This is an optimization exercise on Yosys and OpenROAD, whose aim is small area, a short achievable clock period and few clock cycles, not a production implementation.
Where RTL was checked, it was by simulation tests only, not by an equivalence proof against the original.
Only the layout flow was run in runs 3 and 4; the RTL was not checked for function there.
Power and IR drop assume default switching activity.

File: design/flow/design.v
module flush_cvt_penc #(parameter LG = 7, parameter MSB = 1) (
    input  wire [(1<<LG)-1:0] v,
    output wire [LG-1:0]      pos,
    output wire               any
);
    genvar l, i;
    generate
        for (l = 1; l <= LG; l = l + 1) begin : lv
            wire [(1<<(LG-l))-1:0]   vv;
            wire [(1<<(LG-l))*l-1:0] pp;
            for (i = 0; i < (1 << (LG - l)); i = i + 1) begin : nd
                if (l == 1) begin : leaf
                    assign vv[i] = v[2*i+1] | v[2*i];
                    assign pp[i] = MSB ? v[2*i+1] : ~v[2*i];
                end else begin : node
                    wire vh = lv[l-1].vv[2*i+1];
                    wire vl = lv[l-1].vv[2*i];
                    wire [l-2:0] ph = lv[l-1].pp[(2*i+1)*(l-1) +: (l-1)];
                    wire [l-2:0] pl = lv[l-1].pp[(2*i)*(l-1) +: (l-1)];
                    assign vv[i] = vh | vl;
                    if (MSB) begin : hi
                        assign pp[i*l +: l] = vh ? {1'b1, ph} : {1'b0, pl};
                    end else begin : lo
                        assign pp[i*l +: l] = vl ? {1'b0, pl} : {1'b1, ph};
                    end
                end
            end
        end
    endgenerate
    assign pos = lv[LG].pp;
    assign any = lv[LG].vv[0];
endmodule
module flush_cvt_fmt (
    input  wire [3:0]        fmt,
    output wire [9:0]        oh,        
    output wire              is_int,
    output wire              known,
    output wire [4:0]        pm1,       
    output wire signed [7:0] emin
);
    assign oh[0] = (fmt == 4'h0);
    assign oh[1] = (fmt == 4'h1);
    assign oh[2] = (fmt == 4'h2);
    assign oh[3] = (fmt == 4'h3);
    assign oh[4] = (fmt == 4'h4);
    assign oh[5] = (fmt == 4'h5);
    assign oh[6] = (fmt == 4'h6);
    assign oh[7] = (fmt == 4'hD);
    assign oh[8] = (fmt == 4'hE);
    assign oh[9] = (fmt == 4'hF);
    assign is_int = oh[0] | oh[1] | oh[2];
    assign known  = |oh;
    assign pm1  = ({5{oh[3] | oh[5]}} & 5'd3)  | ({5{oh[4] | oh[6]}} & 5'd2)
                | ({5{oh[7]}} & 5'd10) | ({5{oh[8]}} & 5'd7) | ({5{oh[9]}} & 5'd23);
    assign emin = ({8{oh[3]}} & -8'sd6) | ({8{oh[4] | oh[7]}} & -8'sd14)
                | ({8{oh[6]}} & -8'sd2) | ({8{oh[8] | oh[9]}} & -8'sd126);
endmodule
module flush_cvt_cout (
    input  wire [31:0] a,
    input  wire [31:0] b,
    input  wire        ci,
    output wire        co
);
    wire [31:0] g0 = (a & b) | {31'd0, (a[0] | b[0]) & ci};
    wire [31:0] p0 = a | b;
    genvar l, i;
    generate
        for (l = 1; l <= 5; l = l + 1) begin : lv
            wire [(32>>l)-1:0] g, p;
            for (i = 0; i < (32 >> l); i = i + 1) begin : nd
                if (l == 1) begin : leaf
                    assign g[i] = g0[2*i+1] | (p0[2*i+1] & g0[2*i]);
                    assign p[i] = p0[2*i+1] & p0[2*i];
                end else begin : node
                    assign g[i] = lv[l-1].g[2*i+1] | (lv[l-1].p[2*i+1] & lv[l-1].g[2*i]);
                    assign p[i] = lv[l-1].p[2*i+1] & lv[l-1].p[2*i];
                end
            end
        end
    endgenerate
    assign co = lv[5].g[0];
endmodule
module flush_cvt_inc (
    input  wire [31:0] a,
    input  wire        ci,
    output wire [31:0] s
);
    wire [32:0] t0 = {a, ci};            
    genvar l, i;
    generate
        for (l = 0; l < 6; l = l + 1) begin : lv
            wire [32:0] pa;              
            for (i = 0; i < 33; i = i + 1) begin : nd
                if (l == 0) begin : first
                    if (i % 2 == 1) begin : odd
                        assign pa[i] = t0[i] & t0[i-1];
                    end else begin : even
                        assign pa[i] = t0[i];
                    end
                end else begin : rest
                    if ((i >> l) % 2 == 1) begin : hi
                        assign pa[i] = lv[l-1].pa[i] & lv[l-1].pa[((i >> l) << l) - 1];
                    end else begin : keep
                        assign pa[i] = lv[l-1].pa[i];
                    end
                end
            end
        end
    endgenerate
    assign s = a ^ lv[5].pa[31:0];
endmodule
module flush_cvt_add7 (
    input  wire [6:0] a,
    input  wire [6:0] b,
    output wire [6:0] s
);
    wire [6:0] g0 = a & b;
    wire [6:0] p0 = a ^ b;
    wire [6:0] g1, p1;
    assign g1[0] = g0[0];                          assign p1[0] = p0[0];
    assign g1[1] = g0[1] | (p0[1] & g0[0]);        assign p1[1] = p0[1] & p0[0];
    assign g1[2] = g0[2];                          assign p1[2] = p0[2];
    assign g1[3] = g0[3] | (p0[3] & g0[2]);        assign p1[3] = p0[3] & p0[2];
    assign g1[4] = g0[4];                          assign p1[4] = p0[4];
    assign g1[5] = g0[5] | (p0[5] & g0[4]);        assign p1[5] = p0[5] & p0[4];
    assign g1[6] = g0[6];                          assign p1[6] = p0[6];
    wire [6:0] g2;
    assign g2[1:0] = g1[1:0];
    assign g2[2] = g1[2] | (p1[2] & g1[1]);
    assign g2[3] = g1[3] | (p1[3] & g1[1]);
    assign g2[5:4] = g1[5:4];
    assign g2[6] = g1[6] | (p1[6] & g1[5]);
    wire [6:0] p2;
    assign p2[4] = p1[4];
    assign p2[5] = p1[5];
    assign p2[6] = p1[6] & p1[5];
    wire [6:0] c;                                   
    assign c[3:0] = g2[3:0];
    assign c[4] = g2[4] | (p2[4] & g2[3]);
    assign c[5] = g2[5] | (p2[5] & g2[3]);
    assign c[6] = g2[6] | (p2[6] & g2[3]);
    assign s = p0 ^ {c[5:0], 1'b0};
endmodule
module flush_cvt_s1 (
    input  wire [95:0] acc,
    input  wire [7:0]  level,
    input  wire [3:0]  fmt,
    output wire [63:0] win,        
    output wire        neg,
    output wire        zero,       
    output wire        sticky,     
    output wire        hix,        
    output wire [8:0]  zexp        
);
    wire [9:0]         oh;
    wire               is_int, known;
    wire [4:0]         pm1;
    wire signed [7:0]  emin;
    flush_cvt_fmt u_fmt (.fmt(fmt), .oh(oh), .is_int(is_int), .known(known), .pm1(pm1),
                         .emin(emin));
    assign neg = acc[95];
    wire [6:0] q;
    wire       nz;
    wire [95:0] dv = {acc[95:1] ^ acc[94:0], acc[0]};
    flush_cvt_penc #(.LG(7), .MSB(1)) u_lead (.v({32'd0, dv}), .pos(q), .any(nz));
    assign zero = ~nz;
    wire signed [9:0] t    = 10'sd80 - {{2{level[7]}}, level};              
    wire signed [9:0] c_sb = {{2{emin[7]}}, emin} - {5'd0, pm1};           
    wire signed [9:0] c_zb = 10'sd32 - {{2{emin[7]}}, emin};                
    wire signed [9:0] s_ls = is_int ? t : (t + c_sb);
    wire [7:0]        s_lc = s_ls[9] ? 8'd0 : (s_ls > 10'sd160) ? 8'd160 : s_ls[7:0];
    wire [6:0]        s_nrm;                                                 
    flush_cvt_add7 u_add (.a(q), .b(7'd31 - {2'd0, pm1}), .s(s_nrm));
    wire signed [9:0] u    = t - c_zb;                                    
    wire [9:0]        zb   = {3'd0, q} - u;
    wire              normal = u[9] | ((u[9:7] == 3'd0) & (q > u[6:0]));
    wire              sel_l = is_int | ~normal;
    wire [7:0]        s    = {sel_l & s_lc[7], sel_l ? s_lc[6:0] : s_nrm};
    assign hix = t[9] | ((t[9:7] == 3'd0) & (q > t[6:0]));
    wire [318:0] t0 = {{159{neg}}, acc, 64'd0};
    wire [190:0] t7 = s[7] ? t0[128 +: 191] : t0[0 +: 191];
    wire [126:0] t6 = s[6] ? t7[64 +: 127]  : t7[0 +: 127];
    wire [94:0]  t5 = s[5] ? t6[32 +: 95]   : t6[0 +: 95];
    wire [78:0]  t4 = s[4] ? t5[16 +: 79]   : t5[0 +: 79];
    wire [70:0]  t3 = s[3] ? t4[8 +: 71]    : t4[0 +: 71];
    wire [66:0]  t2 = s[2] ? t3[4 +: 67]    : t3[0 +: 67];
    wire [64:0]  t1 = s[1] ? t2[2 +: 65]    : t2[0 +: 65];
    assign win      = s[0] ? t1[1 +: 64]    : t1[0 +: 64];
    wire d7 = s[7] & (|acc[63:0]);
    wire d6 = s[6] & (|t7[63:0]);
    wire d5 = s[5] & (|t6[31:0]);
    wire d4 = s[4] & (|t5[15:0]);
    wire d3 = s[3] & (|t4[7:0]);
    wire d2 = s[2] & (|t3[3:0]);
    wire d1 = s[1] & (|t2[1:0]);
    wire d0 = s[0] & t1[0];
    assign sticky = d7 | d6 | d5 | d4 | d3 | d2 | d1 | d0;
    assign zexp = normal ? zb[8:0] : 9'd0;
endmodule
module flush_cvt_s2 (
    input  wire [63:0] win,
    input  wire        neg,
    input  wire        zero,
    input  wire        sticky,
    input  wire        hix,
    input  wire [8:0]  zexp,
    input  wire [1:0]  tag,
    input  wire [3:0]  fmt,
    input  wire        sr,
    input  wire [31:0] rnd,
    output wire [31:0] data,
    output wire        overflow
);
    wire [9:0]         oh;
    wire               is_int, known;
    wire [4:0]         pm1;
    wire signed [7:0]  emin;
    flush_cvt_fmt u_fmt (.fmt(fmt), .oh(oh), .is_int(is_int), .known(known), .pm1(pm1),
                         .emin(emin));
    wire i4 = oh[0], i8 = oh[1], i32 = oh[2], e43 = oh[3], e52 = oh[4], e23 = oh[5],
         e32 = oh[6], h16 = oh[7], b16 = oh[8], s32 = oh[9];
    wire [63:0] xw = win ^ {64{neg}};       
    wire [31:0] n = xw[63:32];
    wire [31:0] f = xw[31:0];
    wire        c = neg & ~sticky;          
    wire        inc_sr;
    flush_cvt_cout u_cout (.a(f), .b(rnd), .ci(c), .co(inc_sr));
    wire        f_lo1  = &f[30:0];
    wire        f_lo0  = ~|f[30:0];
    wire        inc_rn = c ? (f[31] | (f_lo1 & n[0]))
                           : (f[31] & (~f_lo0 | sticky | n[0]));
    wire        inc    = sr ? inc_sr : inc_rn;
    wire [31:0] zenc = ({32{e43 | e23}} & {25'd0, zexp[3:0], n[2:0]})
                     | ({32{e52 | e32}} & {25'd0, zexp[4:0], n[1:0]})
                     | ({32{h16}}       & {17'd0, zexp[4:0], n[9:0]})
                     | ({32{b16}}       & {17'd0, zexp[7:0], n[6:0]})
                     | ({32{s32}}       & {1'd0,  zexp[7:0], n[22:0]});
    wire ones2  = &n[1:0];
    wire ones3  = &n[2:0];
    wire ones7  = &n[6:0];
    wire ones10 = &n[9:0];
    wire ones23 = &n[22:0];
    wire e_gt   = (e23 & (zexp > 9'd3))  | (e32 & (zexp > 9'd7))  | (e43 & (zexp > 9'd15))
                | ((e52 | h16) & (zexp > 9'd30)) | ((b16 | s32) & (zexp > 9'd254));
    wire e_eq   = (e23 & (zexp == 9'd3)) | (e32 & (zexp == 9'd7)) | (e43 & (zexp == 9'd15))
                | ((e52 | h16) & (zexp == 9'd30)) | ((b16 | s32) & (zexp == 9'd254));
    wire m_max  = (e43 & (n[2:0] == 3'b110)) | ((e52 | e32) & ones2) | (e23 & ones3)
                | (h16 & ones10) | (b16 & ones7) | (s32 & ones23);
    wire m_big  = e43 & ones3;               
    wire fovf   = e_gt | (e_eq & (m_big | (m_max & inc)));
    wire [31:0] maxenc = ({32{e43}} & 32'h7E) | ({32{e52}} & 32'h7B) | ({32{e23 | e32}} & 32'h1F)
                       | ({32{h16}} & 32'h7BFF) | ({32{b16}} & 32'h7F7F) | ({32{s32}} & 32'h7F7F_FFFF);
    wire [31:0] signbit = ({32{e43 | e52}} & 32'h80) | ({32{e23 | e32}} & 32'h20)
                        | ({32{h16 | b16}} & 32'h8000) | ({32{s32}} & 32'h8000_0000);
    wire up_p  = i4 ? (|n[31:3])  : i8 ? (|n[31:7])  : n[31];    
    wire up_n  = i4 ? (|n[31:4])  : i8 ? (|n[31:8])  : 1'b0;     
    wire top_n = i4 ? n[3]        : i8 ? n[7]        : n[31];    
    wire lo1   = i4 ? ones3       : i8 ? ones7       : (&n[30:0]);
    wire lo0   = i4 ? ~(|n[2:0])  : i8 ? ~(|n[6:0])  : ~(|n[30:0]);
    wire iovf  = hix | (neg ? (up_n | (top_n & (~lo0 | inc)))
                            : (up_p | (lo1 & inc)));
    wire [31:0] imax = ({32{i4}} & 32'h7) | ({32{i8}} & 32'h7F) | ({32{i32}} & 32'h7FFF_FFFF);
    wire [31:0] imin = ({32{i4}} & 32'h8) | ({32{i8}} & 32'h80) | ({32{i32}} & 32'h8000_0000);
    wire [31:0] wmask = ({32{i4}} & 32'hF) | ({32{i8}} & 32'hFF) | {32{i32}};
    wire [31:0] add_a = is_int ? win[63:32] : zenc;
    wire        add_c = is_int ? (inc ^ neg) : inc;
    wire [31:0] sum;
    flush_cvt_inc u_inc (.a(add_a), .ci(add_c), .s(sum));
    wire t_pinf = (tag == 2'd1), t_ninf = (tag == 2'd2), t_nan = (tag == 2'd3);
    wire [31:0] fp_inf = ({32{e43}} & 32'h7E) | ({32{e52}} & 32'h7C) | ({32{e23 | e32}} & 32'h1F)
                       | ({32{h16}} & 32'h7C00) | ({32{b16}} & 32'h7F80) | ({32{s32}} & 32'h7F80_0000);
    wire [31:0] fp_nan = ({32{e43}} & 32'h7F) | ({32{e52}} & 32'h7E)
                       | ({32{h16}} & 32'h7E00) | ({32{b16}} & 32'h7FC0) | ({32{s32}} & 32'h7FC0_0000);
    wire [31:0] d_spec = t_nan ? fp_nan
                       : is_int ? (t_pinf ? imax : imin)
                       : (fp_inf | (t_ninf ? signbit : 32'd0));
    wire        o_spec = is_int | e23 | e32 | (e43 & ~t_nan);
    wire [31:0] d_int = iovf ? (neg ? imin : imax) : (sum & wmask);
    wire [31:0] d_fp  = (fovf ? maxenc : sum) | (neg ? signbit : 32'd0);
    wire        spec  = t_pinf | t_ninf | t_nan;
    assign data     = (~known | (~spec & zero)) ? 32'd0
                    : spec ? d_spec : is_int ? d_int : d_fp;
    assign overflow = known & (spec ? o_spec : (~zero & (is_int ? iovf : fovf)));
endmodule
module flush_cvt_core (
    input  wire [95:0] acc,
    input  wire [1:0]  tag,
    input  wire [7:0]  level,
    input  wire [3:0]  fmt,
    input  wire        sr,
    input  wire [31:0] rnd,
    output wire [31:0] data,
    output wire        overflow
);
    wire [63:0] win;
    wire        neg, zero, sticky, hix;
    wire [8:0]  zexp;
    flush_cvt_s1 u_s1 (.acc(acc), .level(level), .fmt(fmt), .win(win), .neg(neg),
                       .zero(zero), .sticky(sticky), .hix(hix), .zexp(zexp));
    flush_cvt_s2 u_s2 (.win(win), .neg(neg), .zero(zero), .sticky(sticky), .hix(hix),
                       .zexp(zexp), .tag(tag), .fmt(fmt), .sr(sr), .rnd(rnd),
                       .data(data), .overflow(overflow));
endmodule
module flush_cvt (
    input  wire        clk,
    input  wire        rst,
    input  wire        in_valid,
    output wire        in_ready,
    input  wire [95:0] in_acc,
    input  wire [1:0]  in_tag,
    input  wire [7:0]  in_level,
    input  wire [3:0]  in_fmt,
    input  wire        in_sr,
    input  wire [31:0] in_rand,
    output reg         out_valid,
    output reg  [31:0] out_data,
    output reg         out_overflow
);
    assign in_ready = 1'b1;
    reg        v1;
    reg [95:0] acc1;
    reg [1:0]  tag1;
    reg [7:0]  level1;
    reg [3:0]  fmt1;
    reg        sr1;
    reg [31:0] rnd1;
    always @(posedge clk) begin
        if (rst) v1 <= 1'b0;
        else     v1 <= in_valid;
        acc1   <= in_acc;
        tag1   <= in_tag;
        level1 <= in_level;
        fmt1   <= in_fmt;
        sr1    <= in_sr;
        rnd1   <= in_rand;
    end
    wire [63:0] win;
    wire        neg, zero, sticky, hix;
    wire [8:0]  zexp;
    flush_cvt_s1 u_s1 (.acc(acc1), .level(level1), .fmt(fmt1), .win(win), .neg(neg),
                       .zero(zero), .sticky(sticky), .hix(hix), .zexp(zexp));
    reg        v2;
    reg [63:0] win2;
    reg        neg2, zero2, sticky2, hix2;
    reg [8:0]  zexp2;
    reg [1:0]  tag2;
    reg [3:0]  fmt2;
    reg        sr2;
    reg [31:0] rnd2;
    always @(posedge clk) begin
        if (rst) v2 <= 1'b0;
        else     v2 <= v1;
        win2    <= win;
        neg2    <= neg;
        zero2   <= zero;
        sticky2 <= sticky;
        hix2    <= hix;
        zexp2   <= zexp;
        tag2    <= tag1;
        fmt2    <= fmt1;
        sr2     <= sr1;
        rnd2    <= rnd1;
    end
    wire [31:0] data;
    wire        overflow;
    flush_cvt_s2 u_s2 (.win(win2), .neg(neg2), .zero(zero2), .sticky(sticky2), .hix(hix2),
                       .zexp(zexp2), .tag(tag2), .fmt(fmt2), .sr(sr2), .rnd(rnd2),
                       .data(data), .overflow(overflow));
    always @(posedge clk) begin
        if (rst) out_valid <= 1'b0;
        else     out_valid <= v2;
        out_data     <= data;
        out_overflow <= overflow;
    end
endmodule
File: design/flow/flow/run.sh
#!/bin/bash
# Standard layout (standard.sh, the standard flow's own ORFS run) with these changes:
#  - synthesis maps with flow/area.abc (ABC's &nf mapper) instead of ORFS's
#    ABC script; the rest of synthesis is synth_recipe.tcl unchanged, so the
#    registers and their names are those of the standard synthesis;
#  - ports are buffered with buf_1 cells instead of clkdlybuf4s50_1;
#  - clock tree: larger sink clusters driven by clkbuf_8, no dummy loads;
#  - timing repair aims for setup slack above SETUP_SLACK_MARGIN.
# make's output goes to make.log here; ORFS keeps each step's log under
# orfs/logs/.
set -euo pipefail
HERE=$(pwd)
export MY_ABC_SCRIPT=$HERE/flow/area.abc
export FLOW_SYNTH_TCL=$HERE/synth_recipe.tcl
bash standard.sh finish SYNTH_SCRIPT=$HERE/flow/synth.tcl \
  SETUP_SLACK_MARGIN=26.2 \
  "BUFFER_PORTS_ARGS=-buffer_cell sky130_fd_sc_hd__buf_1" \
  "CTS_ARGS=-sink_clustering_enable -repair_clock_nets -dont_use_dummy_load -root_buf sky130_fd_sc_hd__clkbuf_16 -buf_list sky130_fd_sc_hd__clkbuf_8 -sink_clustering_size 16 -sink_clustering_max_diameter 60" \
  > make.log 2>&1
File: design/flow/flow/area.abc
strash
&get -n
&fraig -x
&put
scorr
dc2
strash
&get -n
&dch -f
&nf -R 1000
&put
File: design/flow/flow/synth.tcl
# synth_recipe.tcl, with the liberty mapping done by our ABC script.
proc abc {args} {
  set i [lsearch -exact $args -script]
  if {$i >= 0} { set args [lreplace $args $i [expr {$i + 1}]] }
  set j [lsearch -exact $args -D]
  if {$j >= 0} { set args [lreplace $args $j [expr {$j + 1}]] }
  yosys abc -script $::env(MY_ABC_SCRIPT) {*}$args
}
source $::env(FLOW_SYNTH_TCL)
File: design/flow/standard.sh
#!/bin/bash
# synth_recipe.tcl (not shown) runs the flow's synth.tcl, then flattens the netlist and writes it again
# the make line also repeats each setting of config.mk as NAME=value (left out here)
make -C /OpenROAD-flow-scripts/flow DESIGN_CONFIG=/design/flow/config.mk WORK_HOME=/design/flow/orfs CLKGATE_MAP_FILE= SYNTH_SCRIPT=/design/flow/synth_recipe.tcl "${@:-finish}"
File: design/flow/config.mk
export PLATFORM = sky130hd
export DESIGN_NAME = flush_cvt
export DESIGN_NICKNAME = flush_cvt
export VERILOG_FILES = /design/flow/design.v
export SDC_FILE = /design/flow/constraint.sdc
export NUM_CORES = 4
export LEC_CHECK = 0
export CAP_MARGIN = 20
export CORE_MARGIN = 2
export CORE_UTILIZATION = 60
export PLACE_DENSITY = 0.75
export SLEW_MARGIN = 20
File: design/flow/constraint.sdc
create_clock -name core_clock -period 34.0 [get_ports {clk}]
set_input_delay 6.8000 -clock core_clock [delete_from_list [all_inputs] [get_ports {clk}]]
set_output_delay 6.8000 -clock core_clock [all_outputs]
set_load 0.01 [all_outputs]
==> metrics.md, run 1 <==
| Metric | Value |
|---|---|
| Total CTS buffers | `25` |
| RSZ-0062 raised after global routing | `true` |
| Cell Pwr Density | `101 nW/um2` |
| IO Port Bufs | `179` |
| Delay-heaviest family, CP | `flip-flops` |
| Vias in the first global route | `18,100` |
| ANT nets after route | `0` |
| Worst path cell trace | `buf_1` |
| Root Driver | `clkbuf_16` |
| Overall Global Routing Usage | `37.9%` |
| Ratio of final minimum period to clock period | `22.9%` |
| Peak per-stage delay on the critical path | `0.31 ns` |
| Netlist cell types | `58` |
| Synthesis Warnings | `1` |
| Syn Area/Cell | `8.25 um2` |
| Vias | `19,200` |
| Synthesized instance count | `2,299` |
| Relative max-transition margin | `25.9%` |
| Initial antenna violation count | `1` |
| Drt pass-1 iters | `7` |
| Slew Limit Fails | `0` |
| WL final | `65.4 mm` |
| Worst Path Buf+Inv | `1` |
| Commonest non-fill, non-tap cell in the layout | `dfxtp_1` |
| Syn nets | `2,531` |
| Sinks on Clock Net | `295` |
| Status | `timing/DRC/antenna clean` |
| # setup viols final | `0` |
| Clock Latency Late Sink | `0.53 ns` |
| Max clock buf depth | `3` |
| Post-DP HPWL | `49.2 mm` |
| Largest net degree at the start of global routing | `110` |
| Fin crit period | `7.78 ns` |
| Share of cells above drive strength 1 | `8.06%` |
| DIE WIDTH | `182 um` |
| Initial cell density of the core | `60.6%` |
| # DRC | `0` |
| WL per Instance | `22.1 um` |
| Number of synthesized flops with an enable pin | `0` |
| Grt ovf | `0` |
| Chip height | `182 um` |
| Setup tns final | `0 ns` |
| Sequential fraction of the synthesis area | `31.1%` |
| HP Class | `register to register` |
| #FFs+latches synth | `295` |
| Final Skew | `0.0399 ns` |
| Worst path required time | `27.20 ns` |
| CTS tree | `built` |
| DR vias/cell | `6.48` |
| Final core utilization | `69.5%` |
| Peak Freq | `0.128 GHz` |
| Crit end category | `output pin` |
| Worst slew pin tran | `1.11 ns` |
| Most frequent cells in the layout | `289 x dfxtp_1, 287 x mux2i_1, 219 x a21oi_1` |
| Ys async rst share | `0%` |
| Row cnt | `65` |
| Nets@finish | `2,790` |
| Hold buffer count at cts | `0` |
| Core Area | `31,300 um2` |
| Endpoints failing hold | `0` |
| # IOs | `181` |
| Mapped cell area | `19,000 um2` |
| First-pass GRT wire length | `99.0 mm` |
| CP max FO | `1` |
| CTS H-tree lvls | `1` |
| Synth Flop Type | `dfxtp_1` |
| Data arrival time of the critical path | `0.98 ns` |
| CTS clk-pin slew, worst paths | `0.09 ns` |
| Antenna fix cells | `0` |
| Area Overhead vs Synth | `14.7%` |
| MaxCap Viol Count | `0` |
| CP max stage cell | `dfxtp_1` |
| Crit start category | `register` |
| P_leak | `8.52 nW` |
| Total Die Area | `33,100 um2` |
| VDD IR-drop max | `75.0 uV` |
| Worst Path Class, Setup | `register to output pin` |
| Starting DRC count in detailed routing | `2,300` |
| Routability Congestion | `1.07` |
layer usage:
layer	vias up	share of wire [%]	wire length, um	track usage (%)
met5	-	0.021	14	0
met4	2	6.6	4300	21.7
met3	259	8.2	5370	6.34
met2	1053	45	29700	62.9
met1	8878	40	26000	46.8
li1	8979	-	-	-
cells in the mapped netlist (all sizes together), types with 39 or more instances:
master    n  area [um2]
clkinv  129         484
a21oi   237        1190
a21o     43         323
o21ai   168         841
nand2   174         653
nor2    222         833
ha       76         951
xnor2    55         482
nand3    39         195
xor2     77         674
dfxtp   295        5910
mux2i   292        2920
a22oi    58         435
nor3     55         275
a31oi    41         257
cell type report:
cell class / instances / area, um2
repair buffers: 231 / 1270
inverters: 129 / 485
flip-flops and latches: 295 / 5920
fillers: 2638 / 9560
clock buffers: 25 / 378
well taps: 402 / 503
multi-input cells: 1876 / 13200
registers in the layout, summed over array words and instances, names as in the netlist, 2 cells and up:
| signal | count |
|---|---|
| tag2 | 2 |
| fmt2 | 4 |
| zexp2 | 9 |
| win2 | 64 |
| rnd1 | 32 |
| fmt1 | 4 |
| acc1 | 96 |
| level1 | 8 |
| rnd2 | 32 |
| tag1 | 2 |
| out_data | 32 |
worst paths after layout:
kind	startpoint	end	slack (ns)	depth (start not counted)
worst max-delay path	out_data[17]	out_data[17]	26.22	1
worst min-delay path	rnd1[2]	rnd2[2]	0.33	0
worst max register to register	acc1[85]	sticky2	26.53	37
worst min register to register	rnd1[2]	rnd2[2]	0.33	0
power by group:
part,internal (mW),switching [mW],total [mW]
Combinational,0.556,0.986,1.54
Sequential,0.416,0.0562,0.473
Clock,0.0739,0.107,0.181
Total,1.05,1.15,2.20
cells by family (layout without fill, tap and decap cells):
logic type | Yosys count | in the layout | synth area share (%)
AO/OA/AOI/OAI | 679 | 680 | 21.6
AND/OR/NAND/NOR | 677 | 678 | 16.7
multiplexers | 298 | 298 | 15.8
flip-flops | 295 | 295 | 31.1
XOR/XNOR | 132 | 132 | 6.09
buffers and inverters | 130 | 385 | 2.59
adder cells (fa/ha/maj) | 87 | 87 | 6.12
other | 1 | 1 | 0.0198
per-stage QoR:
step | worst slack [ns] | std cells | power, mW | hold slack [ns] | instance area, um2
2_1_floorplan | 26.20 | 2299 | 1.48 | 0.310 | 19100
3_3_place_gp | 24.94 | 2901 | 1.83 | 0.310 | 20500
3_5_place_dp | 24.78 | 2901 | 1.87 | 0.312 | 20500
4_1_cts | 26.20 | 2944 | 2.09 | 0.332 | 21300
5_1_grt | 26.11 | 2958 | 2.32 | 0.338 | 21800
6_report | 26.22 | 2958 | 2.20 | 0.332 | 21800
repair_timing:
action	CTS	global route
endpoints found under the hold margin	0	0
setup endpoints to repair	82	80
pin swaps	8	17
buffers inserted	16	11
gates cloned	2	3
resized for setup	66	91
Testbench counts, summed over its fixed seeds: cycles 16,024.
==> run 2, diff against run 1 <==
--- a/design/flow/flow/run.sh
+++ b/design/flow/flow/run.sh
@@ -15,5 +15,5 @@
 bash standard.sh finish SYNTH_SCRIPT=$HERE/flow/synth.tcl \
   SETUP_SLACK_MARGIN=26.2 \
   "BUFFER_PORTS_ARGS=-buffer_cell sky130_fd_sc_hd__buf_1" \
-  "CTS_ARGS=-sink_clustering_enable -repair_clock_nets -dont_use_dummy_load -root_buf sky130_fd_sc_hd__clkbuf_16 -buf_list sky130_fd_sc_hd__clkbuf_8 -sink_clustering_size 16 -sink_clustering_max_diameter 60" \
+  "CTS_ARGS=-sink_clustering_enable -repair_clock_nets -dont_use_dummy_load -root_buf sky130_fd_sc_hd__clkbuf_16 -buf_list sky130_fd_sc_hd__clkbuf_8 -sink_clustering_size 20 -sink_clustering_max_diameter 50 -balance_levels" \
   > make.log 2>&1
==> run 2 against run 1 <==
Compared with the run above: utilization grew 0.68 points; sequential power about the same; global-route usage rose by 0.28 points; total power up 1.1%; synthesized cell count is the same; largest cell class unchanged; highest routed layer is now met4.
==> metrics.md, run 2 <==
| Metric | Value |
|---|---|
| Total CTS buffers | `28 (was 25)` |
| HP Class | `register to register (unchanged)` |
| Syn Area/Cell | `8.25 um2 (unchanged)` |
| WL final | `66.0 mm (was 65.4 mm)` |
| Crit end category | `output pin (unchanged)` |
| Most frequent cells in the layout | `288 x mux2i_1, 285 x dfxtp_1, 221 x a21oi_1 (was 289 x dfxtp_1, 287 x mux2i_1, 219 x a21oi_1)` |
| Crit start category | `register (unchanged)` |
| CP max stage cell | `dfxtp_2 (was dfxtp_1)` |
| Synth Flop Type | `dfxtp_1 (unchanged)` |
| Starting DRC count in detailed routing | `2,206 (was 2,300)` |
| Multi-input gate area | `13,300 um2 (was 13,200 um2)` |
| Post-DP HPWL | `49.2 mm (unchanged)` |
| Commonest non-fill, non-tap cell in the layout | `mux2i_1 (was dfxtp_1)` |
| CTS tree | `built (unchanged)` |
| Drt pass-1 iters | `7 (unchanged)` |
| Core Area | `31,300 um2 (unchanged)` |
| Sinks on Clock Net | `295 (unchanged)` |
| Count leader, synth | `dfxtp_1 (unchanged)` |
| Row cnt | `65 (unchanged)` |
| Endpoints failing hold | `0 (unchanged)` |
| Vias | `19,200 (about the same)` |
| Sequential fraction of the synthesis area | `31.1% (unchanged)` |
| MaxCap Viol Count | `0 (unchanged)` |
| Root Driver | `clkbuf_16 (unchanged)` |
| CTS clk-pin slew, worst paths | `0.11 ns (was 0.09 ns)` |
| Status | `timing/DRC/antenna clean (unchanged)` |
| Leading area contributor after synthesis | `dfxtp_1 (unchanged)` |
| Post-route cell area | `22,000 um2 (was 21,800 um2)` |
| #FFs+latches synth | `295 (unchanged)` |
| Syn nets | `2,531 (unchanged)` |
| Initial cell density of the core | `60.6% (unchanged)` |
| Clock Latency Late Sink | `0.57 ns (was 0.53 ns)` |
| Cell Pwr Density | `101 nW/um2 (about the same)` |
| Hold buffer count at cts | `0 (unchanged)` |
| Worst path cell trace | `buf_6 (was buf_1)` |
| WL per Instance | `22.3 um (was 22.1 um)` |
| Max clock buf depth | `3 (unchanged)` |
| Chip height | `182 um (unchanged)` |
| Synth top area cells | `dfxtp_1 31%, mux2i_1 15%, a21oi_1 6.3%, ha_1 5.0%, o21ai_0 4.4% (unchanged)` |
| Share of cells above drive strength 1 | `9.36% (was 8.06%)` |
| P_leak | `8.65 nW (was 8.52 nW)` |
| Largest net degree at the start of global routing | `110 (unchanged)` |
| Total Die Area | `33,100 um2 (unchanged)` |
| Netlist cell types | `58 (unchanged)` |
| Ys async rst share | `0% (unchanged)` |
| ANT nets after route | `0 (unchanged)` |
| Post-synth top cells | `295 x dfxtp_1, 292 x mux2i_1, 237 x a21oi_1 (unchanged)` |
| FF/Latch Area | `5920 um2 (about the same)` |
| RSZ-0062 raised after global routing | `true (unchanged)` |
| # DRC | `0 (unchanged)` |
| Relative max-transition margin | `24.4% (was 25.9%)` |
| Top cell type's share of synthesized area | `31.1% (unchanged)` |
| Initial antenna violation count | `0 (was 1)` |
| Routability Congestion | `1.07 (unchanged)` |
| DP Area | `20,500 um2 (unchanged)` |
| # fillers | `2,621 (was 2,638)` |
| Delay-heaviest family, CP | `flip-flops (unchanged)` |
| Peak per-stage delay on the critical path | `0.34 ns (was 0.31 ns)` |
| Worst Path Buf+Inv | `1 (unchanged)` |
| Final Skew | `0.0664 ns (was 0.0399 ns)` |
| Peak Freq | `0.128 GHz (about the same)` |
| Worst r2r src | `neg2 (was acc1[85])` |
| Slew Limit Fails | `0 (unchanged)` |
| Vias in the first global route | `18,000 (was 18,100)` |
| Worst Min Path Start | `rnd1[23] (was rnd1[2])` |
| Worst path required time | `27.20 ns (about the same)` |
| Most flops, register | `acc1 (unchanged)` |
| IO Port Bufs | `179 (unchanged)` |
| Worst slew pin tran | `1.13 ns (was 1.11 ns)` |
| VDD IR-drop max | `62.0 uV (was 75.0 uV)` |
| Pwr Total | `2.22 mW (was 2.20 mW)` |
| Data arrival time of the critical path | `1.02 ns (was 0.98 ns)` |
| DIE WIDTH | `182 um (unchanged)` |
| CTS H-tree lvls | `1 (unchanged)` |
| Biggest regs | `acc1 x96, win2 x64 (unchanged)` |
| CP max FO | `1 (unchanged)` |
| # setup viols final | `0 (unchanged)` |
| Mapped cell area | `19,000 um2 (unchanged)` |
| Grt ovf | `0 (unchanged)` |
| Synthesis Warnings | `1 (unchanged)` |
| Ratio of final minimum period to clock period | `23.0% (was 22.9%)` |
| Antenna fix cells | `0 (unchanged)` |
| Worst Path Class, Setup | `register to output pin (unchanged)` |
| DR vias/cell | `6.49 (was 6.48)` |
| # IOs | `181 (unchanged)` |
| Max reg flops | `96 (unchanged)` |
| Fin crit period | `7.82 ns (was 7.78 ns)` |
| Setup tns final | `0 ns (unchanged)` |
| Critical Path Start | `out_data[19] (was out_data[17])` |
| Nets@finish | `2,799 (was 2,790)` |
| Area Overhead vs Synth | `15.8% (was 14.7%)` |
| Overall Global Routing Usage | `38.2% (was 37.9%)` |
| First-pass GRT wire length | `99.4 mm (was 99.0 mm)` |
| Number of synthesized flops with an enable pin | `0 (unchanged)` |
| Synthesized instance count | `2,299 (unchanged)` |
[run 2: logic make-up after synthesis]
kind of cell | count (synthesis) | share of synthesized area [%]
AOI/OAI and AO/OA | 679 | 21.6
and+or+nand+nor | 677 | 16.7
muxes | 298 | 15.8
DFF | 295 | 31.1
xor gates and xnor gates | 132 | 6.09
buffers and inverters | 130 | 2.59
adders and majority gates | 87 | 6.12
other | 1 | 0.0198
[run 2: power breakdown]
part / switching, mW / internal [mW]
Combinational: 0.990 / 0.563
Clock: 0.111 / 0.0813
Sequential: 0.0585 / 0.417
[run 2: final timing paths]
path                                     end  slack (ns)  depth (start not counted)
worst min register to register      rnd2[23]        0.29                          0
worst max-delay path            out_data[19]       26.18                          1
worst min-delay path                rnd2[23]        0.29                          0
worst max register to register  out_data[31]       26.40                         36
[run 2: repair_timing]
action / CTS / global route
endpoints found under the setup margin: 106 / 92
cloned: 2 / 3
pin swaps: 7 / 16
buffers inserted: 12 / 21
gates resized for setup: 86 / 104
[run 2: layout make-up]
cell class	count	share of cell area, %
multi-input cells	1876	60.4
flip-flops and latches	295	27.0
repair buffers	237	6.23
well taps	402	2.29
inverters	129	2.21
clock buffers	28	1.91
[run 2: routing by layer]
layer  up-vias  wire, um  global-route usage, %
li1       8995         -                      -
met1      8929     26100                   47.8
met2      1065     30000                   62.8
met3       256      5480                   6.02
met4         0      4380                   22.0
met5         -         0                      0
[run 2: metrics by stage]
stage	hold WS, ns	utilization (%)	setup WS, ns	instances
finish	0.293	70.1	26.18	2967
global route	0.280	70.1	26.11	2967
CTS	0.277	68.1	26.16	2943
detailed placement	0.312	65.5	24.78	2901
global placement	0.310	65.5	24.94	2901
floorplan	0.310	-	26.20	2299
==> run 3, diff against run 2 <==
--- a/design/flow/design.v
+++ b/design/flow/design.v
@@ -164,19 +164,19 @@
     wire [95:0] dv = {acc[95:1] ^ acc[94:0], acc[0]};
     flush_cvt_penc #(.LG(7), .MSB(1)) u_lead (.v({32'd0, dv}), .pos(q), .any(nz));
     assign zero = ~nz;
-    wire signed [9:0] t    = 10'sd80 - {{2{level[7]}}, level};              
-    wire signed [9:0] c_sb = {{2{emin[7]}}, emin} - {5'd0, pm1};           
-    wire signed [9:0] c_zb = 10'sd32 - {{2{emin[7]}}, emin};                
-    wire signed [9:0] s_ls = is_int ? t : (t + c_sb);
-    wire [7:0]        s_lc = s_ls[9] ? 8'd0 : (s_ls > 10'sd160) ? 8'd160 : s_ls[7:0];
-    wire [6:0]        s_nrm;                                                 
+    wire [8:0] t    = 9'd80 - {level[7], level};
+    wire [8:0] c_sb = {emin[7], emin} - {4'd0, pm1};                   
+    wire [8:0] c_zb = 9'd32 - {emin[7], emin};                         
+    wire [8:0] s_ls = t + (is_int ? 9'd0 : c_sb);
+    wire [7:0] s_lc = s_ls[8] ? 8'd0 : (s_ls[7:0] > 8'd160) ? 8'd160 : s_ls[7:0];
+    wire [6:0] s_nrm;                                                  
     flush_cvt_add7 u_add (.a(q), .b(7'd31 - {2'd0, pm1}), .s(s_nrm));
-    wire signed [9:0] u    = t - c_zb;                                    
-    wire [9:0]        zb   = {3'd0, q} - u;
-    wire              normal = u[9] | ((u[9:7] == 3'd0) & (q > u[6:0]));
-    wire              sel_l = is_int | ~normal;
-    wire [7:0]        s    = {sel_l & s_lc[7], sel_l ? s_lc[6:0] : s_nrm};
-    assign hix = t[9] | ((t[9:7] == 3'd0) & (q > t[6:0]));
+    wire [8:0] u    = t - c_zb;                                        
+    wire [8:0] zb   = {2'd0, q} - u;
+    wire       normal = u[8] | (~u[7] & (q > u[6:0]));
+    wire       sel_l = is_int | ~normal;
+    wire [7:0] s    = {sel_l & s_lc[7], sel_l ? s_lc[6:0] : s_nrm};
+    assign hix = t[8] | (~t[7] & (q > t[6:0]));
     wire [318:0] t0 = {{159{neg}}, acc, 64'd0};
     wire [190:0] t7 = s[7] ? t0[128 +: 191] : t0[0 +: 191];
     wire [126:0] t6 = s[6] ? t7[64 +: 127]  : t7[0 +: 127];
@@ -195,7 +195,7 @@
     wire d1 = s[1] & (|t2[1:0]);
     wire d0 = s[0] & t1[0];
     assign sticky = d7 | d6 | d5 | d4 | d3 | d2 | d1 | d0;
-    assign zexp = normal ? zb[8:0] : 9'd0;
+    assign zexp = normal ? zb : 9'd0;
 endmodule
 module flush_cvt_s2 (
     input  wire [63:0] win,
--- a/design/flow/flow/run.sh
+++ b/design/flow/flow/run.sh
@@ -15,5 +15,5 @@
 bash standard.sh finish SYNTH_SCRIPT=$HERE/flow/synth.tcl \
   SETUP_SLACK_MARGIN=26.2 \
   "BUFFER_PORTS_ARGS=-buffer_cell sky130_fd_sc_hd__buf_1" \
-  "CTS_ARGS=-sink_clustering_enable -repair_clock_nets -dont_use_dummy_load -root_buf sky130_fd_sc_hd__clkbuf_16 -buf_list sky130_fd_sc_hd__clkbuf_8 -sink_clustering_size 20 -sink_clustering_max_diameter 50 -balance_levels" \
+  "CTS_ARGS=-sink_clustering_enable -repair_clock_nets -dont_use_dummy_load -root_buf sky130_fd_sc_hd__clkbuf_16 -buf_list sky130_fd_sc_hd__clkbuf_8 -sink_clustering_size 16 -sink_clustering_max_diameter 60" \
   > make.log 2>&1
==> run 3 against run 2 <==
Compared with the run above: global-route usage decreased by 2.4 points; critical path depth stayed put; count of clock-buffer cells in the layout unchanged; via count up 0.89%; final area shrank 2.0%; still clean on timing, DRC and antenna; largest cell class unchanged; sequential power rose by 2%.
==> metrics.md, run 3 <==
| Metric | Value |
|---|---|
| Status | `timing/DRC/antenna clean (unchanged)` |
| Total CTS buffers | `28 (unchanged)` |
| P_leak | `8.70 nW (was 8.65 nW)` |
| WL final | `62.7 mm (was 66.0 mm)` |
| Max reg flops | `96 (unchanged)` |
| Syn nets | `2,544 (was 2,531)` |
| Worst Path Buf+Inv | `1 (unchanged)` |
| Row cnt | `64 (was 65)` |
| Fin crit period | `7.79 ns (was 7.82 ns)` |
| Ratio of final minimum period to clock period | `22.9% (was 23.0%)` |
| Core Area | `30,700 um2 (was 31,300 um2)` |
| Top cell type's share of synthesized area | `31.3% (was 31.1%)` |
| Biggest regs | `acc1 x96, win2 x64 (unchanged)` |
| Endpoints failing hold | `0 (unchanged)` |
| Critical path depth in cells | `1 (unchanged)` |
| Slew Limit Fails | `0 (unchanged)` |
| ANT nets after route | `0 (unchanged)` |
| Setup tns final | `0 ns (unchanged)` |
| Drt pass-1 iters | `7 (unchanged)` |
| Leading area contributor after synthesis | `dfxtp_1 (unchanged)` |
| Chip height | `181 um (was 182 um)` |
| Post-DP HPWL | `46.8 mm (was 49.2 mm)` |
| Sequential fraction of the synthesis area | `31.3% (was 31.1%)` |
| Hold buffer count at cts | `0 (unchanged)` |
| Root Driver | `clkbuf_16 (unchanged)` |
| Number of synthesized flops with an enable pin | `0 (unchanged)` |
| Post-route cell area | `21,500 um2 (was 22,000 um2)` |
| Commonest non-fill, non-tap cell in the layout | `dfxtp_1 (was mux2i_1)` |
| Area Overhead vs Synth | `14.2% (was 15.8%)` |
| Hold_ws | `0.293 ns (about the same)` |
| #FFs+latches synth | `295 (unchanged)` |
| Synth top area cells | `dfxtp_1 31%, mux2i_1 15%, a21oi_1 5.9%, o21ai_0 5.9%, ha_1 5.4% (was dfxtp_1 31%, mux2i_1 15%, a21oi_1 6.3%, ha_1 5.0%, o21ai_0 4.4%)` |
| Final Skew | `0.0618 ns (was 0.0664 ns)` |
| Share of cells above drive strength 1 | `7.04% (was 9.36%)` |
| Routability Congestion | `1.05 (was 1.07)` |
| IO Port Bufs | `179 (unchanged)` |
| Ys async rst share | `0% (unchanged)` |
| Worst Path Class, Setup | `register to output pin (unchanged)` |
| Peak Freq | `0.128 GHz (about the same)` |
| DR vias/cell | `6.57 (was 6.49)` |
| Most flops, register | `acc1 (unchanged)` |
| Synthesized instance count | `2,310 (was 2,299)` |
| Total Die Area | `32,800 um2 (was 33,100 um2)` |
| Nets@finish | `2,794 (was 2,799)` |
| HP Class | `register to register (unchanged)` |
| Crit end category | `output pin (unchanged)` |
| DP Area | `20,400 um2 (was 20,500 um2)` |
| CTS clk-pin slew, worst paths | `0.09 ns (was 0.11 ns)` |
| Initial cell density of the core | `61.3% (was 60.6%)` |
| Initial antenna violation count | `2 (was 0)` |
| CP max FO | `1 (unchanged)` |
| Syn Area/Cell | `8.16 um2 (was 8.25 um2)` |
| MaxCap Viol Count | `0 (unchanged)` |
| Peak per-stage delay on the critical path | `0.34 ns (about the same)` |
| Relative max-transition margin | `26.8% (was 24.4%)` |
| Sinks on Clock Net | `295 (unchanged)` |
| DIE WIDTH | `181 um (was 182 um)` |
| Mapped cell area | `18,800 um2 (was 19,000 um2)` |
| Largest net degree at the start of global routing | `105 (was 110)` |
| Worst path cell trace | `buf_6 (unchanged)` |
| First-pass GRT wire length | `95.0 mm (was 99.4 mm)` |
| Count leader, synth | `dfxtp_1 (unchanged)` |
| Vias in the first global route | `17,900 (was 18,000)` |
| CP max stage cell | `dfxtp_2 (unchanged)` |
| CTS H-tree lvls | `1 (unchanged)` |
| WL per Instance | `21.2 um (was 22.3 um)` |
| Cell Pwr Density | `117 nW/um2 (was 101 nW/um2)` |
| VDD IR-drop max | `87.6 uV (was 62.0 uV)` |
| Post-synth top cells | `295 x dfxtp_1, 281 x mux2i_1, 223 x a21oi_1 (was 295 x dfxtp_1, 292 x mux2i_1, 237 x a21oi_1)` |
| Worst path required time | `27.20 ns (about the same)` |
| Hold Path Depth | `0 (unchanged)` |
| FF-to-FF path depth | `33 (was 36)` |
| Data arrival time of the critical path | `0.99 ns (was 1.02 ns)` |
| Crit start category | `register (unchanged)` |
| Netlist cell types | `60 (was 58)` |
| # IOs | `181 (unchanged)` |
| Pwr Total | `2.52 mW (was 2.22 mW)` |
| Synthesis Warnings | `1 (unchanged)` |
| Most frequent cells in the layout | `282 x dfxtp_1, 280 x mux2i_1, 217 x a21oi_1 (was 288 x mux2i_1, 285 x dfxtp_1, 221 x a21oi_1)` |
| # DRC | `0 (unchanged)` |
| Vias | `19,400 (was 19,200)` |
| Clock Latency Late Sink | `0.54 ns (was 0.57 ns)` |
| Overall Global Routing Usage | `35.8% (was 38.2%)` |
| Max clock buf depth | `3 (unchanged)` |
| CTS tree | `built (unchanged)` |
| Grt ovf | `0 (unchanged)` |
| # setup viols final | `0 (unchanged)` |
| Synth Flop Type | `dfxtp_1 (unchanged)` |
| Starting DRC count in detailed routing | `2,387 (was 2,206)` |
| Worst slew pin tran | `1.10 ns (was 1.13 ns)` |
| Delay-heaviest family, CP | `flip-flops (unchanged)` |
| RSZ-0062 raised after global routing | `true (unchanged)` |
[run 3: per-layer routing]
layer	wire [um]	global-route usage [%]	up-vias
met3	6430	6.35	232
met4	3230	16.5	2
li1	-	-	9050
met2	27000	55.7	1159
met1	26000	48.5	8973
met5	12	0	-
[run 3: stage by stage]
step / util (%) / worst slack, ns / cells
after detailed placement: 66.4 / 25.55 / 2905
final: 70.0 / 26.21 / 2955
after floorplan: - / 25.41 / 2310
after global placement: 66.4 / 25.71 / 2905
after global routing: 70.0 / 25.89 / 2954
after CTS: 68.2 / 26.19 / 2937
[run 3: where the power goes]
part           internal, mW  leakage, nW  switching (mW)  total, mW
Sequential            0.425         2.48          0.0599      0.485
Clock                0.0812        0.217           0.108      0.189
Combinational         0.658         6.01            1.19       1.85
Total                  1.16         8.70            1.36       2.52
[run 3: kinds of logic after synthesis]
kind of cell / share of synthesized area, %
adders and majority gates: 6.12
muxes: 15.0
AOI/OAI and AO/OA: 21.6
xor gates and xnor gates: 6.23
buffers and inverters: 2.61
and+or+nand+nor: 17.1
other: 0.0199
DFF: 31.3
[run 3: cell type report]
class | instances | area [um2]
fill | 2618 | 9220
clock buffer | 28 | 419
inverter | 129 | 484
multi-input combinational | 1889 | 13000
tap | 396 | 495
timing repair buffer | 217 | 1190
sequential | 295 | 5920
antenna | 1 | 2.50
[run 3: path summary, 6_finish.rpt]
| check | slack (ns) | startpoint | to |
|---|---|---|---|
| worst max register to register | 26.27 | acc1[12] | win2[36] |
| worst max-delay path | 26.21 | out_data[9] | out_data[9] |
| worst min-delay path | 0.29 | rnd1[1] | rnd2[1] |
| worst min register to register | 0.29 | rnd1[1] | rnd2[1] |
[run 3: timing repair]
| action | 4_1_cts | 5_1_grt |
|---|---|---|
| pin swaps | 2 | 12 |
| buffers inserted | 3 | 12 |
| cloned | 1 | 5 |
| endpoints found under the setup margin | 90 | 88 |
| gates resized for setup | 50 | 96 |
==> run 4, diff against run 3 <==
--- a/design/flow/flow/run.sh
+++ b/design/flow/flow/run.sh
@@ -13,7 +13,7 @@
 export MY_ABC_SCRIPT=$HERE/flow/area.abc
 export FLOW_SYNTH_TCL=$HERE/synth_recipe.tcl
 bash standard.sh finish SYNTH_SCRIPT=$HERE/flow/synth.tcl \
-  SETUP_SLACK_MARGIN=26.2 \
+  SETUP_SLACK_MARGIN=26.05 \
   "BUFFER_PORTS_ARGS=-buffer_cell sky130_fd_sc_hd__buf_1" \
   "CTS_ARGS=-sink_clustering_enable -repair_clock_nets -dont_use_dummy_load -root_buf sky130_fd_sc_hd__clkbuf_16 -buf_list sky130_fd_sc_hd__clkbuf_8 -sink_clustering_size 16 -sink_clustering_max_diameter 60" \
   > make.log 2>&1
==> run 4 against run 3 <==
Compared with the run above: synthesized area unchanged; synthesized cell count unchanged; wire length about the same; first-iteration DRC count increased by 1.2%; sequential power about the same; final area decreased by 1.6%; fmax decreased by 0.59%; combinational power about the same; count of clock-buffer cells in the layout decreased by 1; register-to-register slack got worse by 0.02 ns; die area unchanged; final cell count decreased by 0.20%; critical endpoint is now out_data[6]; largest cell class unchanged; highest routed layer is now met4.
==> metrics.md, run 4 <==
| Metric | Value |
|---|---|
| WL final | `62.7 mm (about the same)` |
| Number of synthesized flops with an enable pin | `0 (unchanged)` |
| Routability Congestion | `1.04 (was 1.05)` |
| Fin crit period | `7.83 ns (was 7.79 ns)` |
| Share of cells above drive strength 1 | `5.01% (was 7.04%)` |
| Delay-heaviest family, CP | `flip-flops (unchanged)` |
| Worst Path Class, Setup | `register to output pin (unchanged)` |
| # DRC | `0 (unchanged)` |
| Final Skew | `0.0579 ns (was 0.0618 ns)` |
| Biggest regs | `acc1 x96, win2 x64 (unchanged)` |
| Relative max-transition margin | `28.2% (was 26.8%)` |
| Most frequent cells in the layout | `288 x dfxtp_1, 281 x mux2i_1, 219 x a21oi_1 (was 282 x dfxtp_1, 280 x mux2i_1, 217 x a21oi_1)` |
| Endpoints failing hold | `0 (unchanged)` |
| Slew Limit Fails | `0 (unchanged)` |
| Synthesis Warnings | `1 (unchanged)` |
| Worst Path Buf+Inv | `1 (unchanged)` |
| Data arrival time of the critical path | `1.03 ns (was 0.99 ns)` |
| Synth Flop Type | `dfxtp_1 (unchanged)` |
| Ratio of final minimum period to clock period | `23.0% (was 22.9%)` |
| Worst path required time | `27.20 ns (about the same)` |
| Area Overhead vs Synth | `12.4% (was 14.2%)` |
| Ys async rst share | `0% (unchanged)` |
| Worst path cell trace | `buf_1 (was buf_6)` |
| Crit end category | `output pin (unchanged)` |
| Max clock buf depth | `3 (unchanged)` |
| Hold Path Depth | `0 (unchanged)` |
| Sequential Power Share | `19.3% (was 19.2%)` |
| Vias in the first global route | `17,700 (was 17,900)` |
| Most flops, register | `acc1 (unchanged)` |
| Switching portion of total power | `54.2% (was 53.8%)` |
| FF-to-FF path depth | `32 (was 33)` |
| Initial cell density of the core | `61.3% (unchanged)` |
| CTS tree | `built (unchanged)` |
| Initial antenna violation count | `0 (was 2)` |
| Top cell type's share of synthesized area | `31.3% (unchanged)` |
| CP max FO | `1 (unchanged)` |
| ANT nets after route | `0 (unchanged)` |
| #FFs+latches synth | `295 (unchanged)` |
| Root Driver | `clkbuf_16 (unchanged)` |
| Crit start category | `register (unchanged)` |
| Chip height | `181 um (unchanged)` |
| Peak Freq | `0.128 GHz (about the same)` |
| Critical path depth in cells | `1 (unchanged)` |
| P_leak | `8.51 nW (was 8.70 nW)` |
| Clk network pwr share | `7.6% (was 7.5%)` |
| Largest net degree at the start of global routing | `109 (was 105)` |
| Power Internal | `1.14 mW (was 1.16 mW)` |
| Starting DRC count in detailed routing | `2,416 (was 2,387)` |
| Syn nets | `2,544 (unchanged)` |
| Cell Pwr Density | `118 nW/um2 (was 117 nW/um2)` |
| Worst slew pin tran | `1.08 ns (was 1.10 ns)` |
| # fillers | `2,631 (was 2,618)` |
| Row cnt | `64 (unchanged)` |
| Psw | `1.35 mW (was 1.36 mW)` |
| Overall Global Routing Usage | `36.8% (was 35.8%)` |
| CTS clk-pin slew, worst paths | `0.09 ns (about the same)` |
| # IOs | `181 (unchanged)` |
| MaxCap Viol Count | `0 (unchanged)` |
| First-pass GRT wire length | `96.5 mm (was 95.0 mm)` |
| Netlist cell types | `60 (unchanged)` |
| Count leader, synth | `dfxtp_1 (unchanged)` |
| CTS H-tree lvls | `1 (unchanged)` |
| Nets@finish | `2,789 (was 2,794)` |
| Total Die Area | `32,800 um2 (unchanged)` |
| RSZ-0062 raised after global routing | `true (unchanged)` |
| DR vias/cell | `6.54 (was 6.57)` |
| Hold_ws | `0.298 ns (was 0.293 ns)` |
| IO Port Bufs | `179 (unchanged)` |
| HP Class | `register to register (unchanged)` |
| Drt pass-1 iters | `6 (was 7)` |
| Sequential fraction of the synthesis area | `31.3% (unchanged)` |
| CP max stage cell | `dfxtp_1 (was dfxtp_2)` |
| VDD IR-drop max | `84.4 uV (was 87.6 uV)` |
| Core Area | `30,700 um2 (unchanged)` |
| Post-DP HPWL | `47.8 mm (was 46.8 mm)` |
| Commonest non-fill, non-tap cell in the layout | `dfxtp_1 (unchanged)` |
| Status | `timing/DRC/antenna clean (unchanged)` |
| Antenna fix cells | `0 (was 1)` |
| Synth top area cells | `dfxtp_1 31%, mux2i_1 15%, a21oi_1 5.9%, o21ai_0 5.9%, ha_1 5.4% (unchanged)` |
| Synthesized instance count | `2,310 (unchanged)` |
| Leading area contributor after synthesis | `dfxtp_1 (unchanged)` |
| Setup tns final | `0 ns (unchanged)` |
| DIE WIDTH | `181 um (unchanged)` |
| Total CTS buffers | `27 (was 28)` |
| Max reg flops | `96 (unchanged)` |
| Mapped cell area | `18,800 um2 (unchanged)` |
| Post-synth top cells | `295 x dfxtp_1, 281 x mux2i_1, 223 x a21oi_1 (unchanged)` |
| Grt ovf | `0 (unchanged)` |
| WL per Instance | `21.3 um (was 21.2 um)` |
| Combinational share of power | `73.1% (was 73.3%)` |
| Sinks on Clock Net | `295 (unchanged)` |
| Clock Latency Late Sink | `0.54 ns (about the same)` |
| Peak per-stage delay on the critical path | `0.34 ns (about the same)` |
| # setup viols final | `0 (unchanged)` |
| Syn Area/Cell | `8.16 um2 (unchanged)` |
| Hold buffer count at cts | `0 (unchanged)` |
| Vias | `19,300 (was 19,400)` |
-- run 4: cell counts after synthesis --
No cell type changed its count.
-- run 4: cells by family (layout without fill, tap and decap cells) --
group           after synthesis  after routing  synth area share [%]
other cells                   1              1                0.0199
mux                         282            282                  15.0
fa+ha+maj                    88             88                  6.12
flops                       295            295                  31.3
xor+xnor                    134            134                  6.23
buf+inv                     130            371                  2.61
simple gates                685            685                  17.1
compound gates              695            697                  21.6
-- run 4: metal layers --
layer  up-vias  part of all wire (%)  global-route usage [%]
met5         -                     0                       0
met4         0                   5.0                    15.7
met3       185                   9.5                    6.13
met2      1053                    44                    57.4
met1      9012                    42                    50.3
li1       9038                     -                       -
-- run 4: per-stage QoR --
stage	instances	area (um2)	setup slack [ns]	power, mW	utilization, %
2_1_floorplan	2310	19000	25.41	1.74	-
3_5_place_dp	2905	20400	25.56	2.19	66.4
5_1_grt	2949	21200	26.04	2.64	68.9
3_3_place_gp	2905	20400	25.74	2.14	66.4
4_1_cts	2938	20900	26.05	2.40	68.1
6_report	2949	21200	26.17	2.49	68.9
-- run 4: worst paths after layout --
path / slack, ns / from / end
min reg2reg: 0.30 / rnd1[0] / rnd2[0]
min: 0.30 / rnd1[0] / rnd2[0]
max: 26.17 / out_data[6] / out_data[6]
max reg2reg: 26.25 / acc1[14] / win2[41]
-- run 4: area by class of cell --
cell class,instances,area [um2],area share [%]
multi-input combinational,1887,12800,60.6
timing repair buffer,215,1040,4.90
tap,396,495,2.34
inverter,129,484,2.29
clock buffer,27,405,1.91
sequential,295,5920,27.9
-- run 4: power groups by stage --
stage          logic (mW)  clock network [mW]  registers, mW
4_1_cts              1.73               0.193          0.478
6_report             1.82               0.189          0.482
2_1_floorplan        1.27                   0          0.469
5_1_grt              1.94               0.204          0.487
3_3_place_gp         1.65                   0          0.485
3_5_place_dp         1.70                   0          0.486
-- run 4: timing repair --
| action | 4_1_cts | 5_1_grt |
|---|---|---|
| pin swaps | 2 | 8 |
| setup endpoints to repair | 66 | 68 |
| buffers inserted | 5 | 10 |
| cloned | 1 | 1 |
| resized for setup | 13 | 63 |

static timing again, ports no longer ideal:
Ports are ideal in the flow. The routed layouts listed here were re-timed in OpenROAD. Step 1, drivers: a clkbuf_16 drives clk and a buf_2 each remaining input, both assumed. Step 2, shift: input delay + t, output delay - t, t = (earliest + latest rising clock arrival at the registers) / 2. This alone moves slack from input paths to output paths. Slacks: ideal / step 1 / step 2; pairs: ideal / step 1.
| run | shift t [ns] | slack for setup (ns) | hold slack, ns | slew at the worst register clock pin (ns) | worst data-port slew with drivers (ns) |
|---|---|---|---|---|---|
| run 1 | 0.564 | 26.216 / 26.160 / 26.533 | 0.332 / 0.332 / 0.332 | 0.10 / 0.10 | 0.04 |
| run 2 | 0.593 | 26.177 / 26.118 / 26.402 | 0.293 / 0.293 / 0.293 | 0.11 / 0.11 | 0.05 |
| run 3 | 0.558 | 26.212 / 26.160 / 26.270 | 0.293 / 0.293 / 0.293 | 0.10 / 0.10 | 0.04 |
| run 4 | 0.565 | 26.165 / 26.110 / 26.252 | 0.298 / 0.298 / 0.298 | 0.10 / 0.10 | 0.04 |
After both steps every run listed still meets setup and hold.
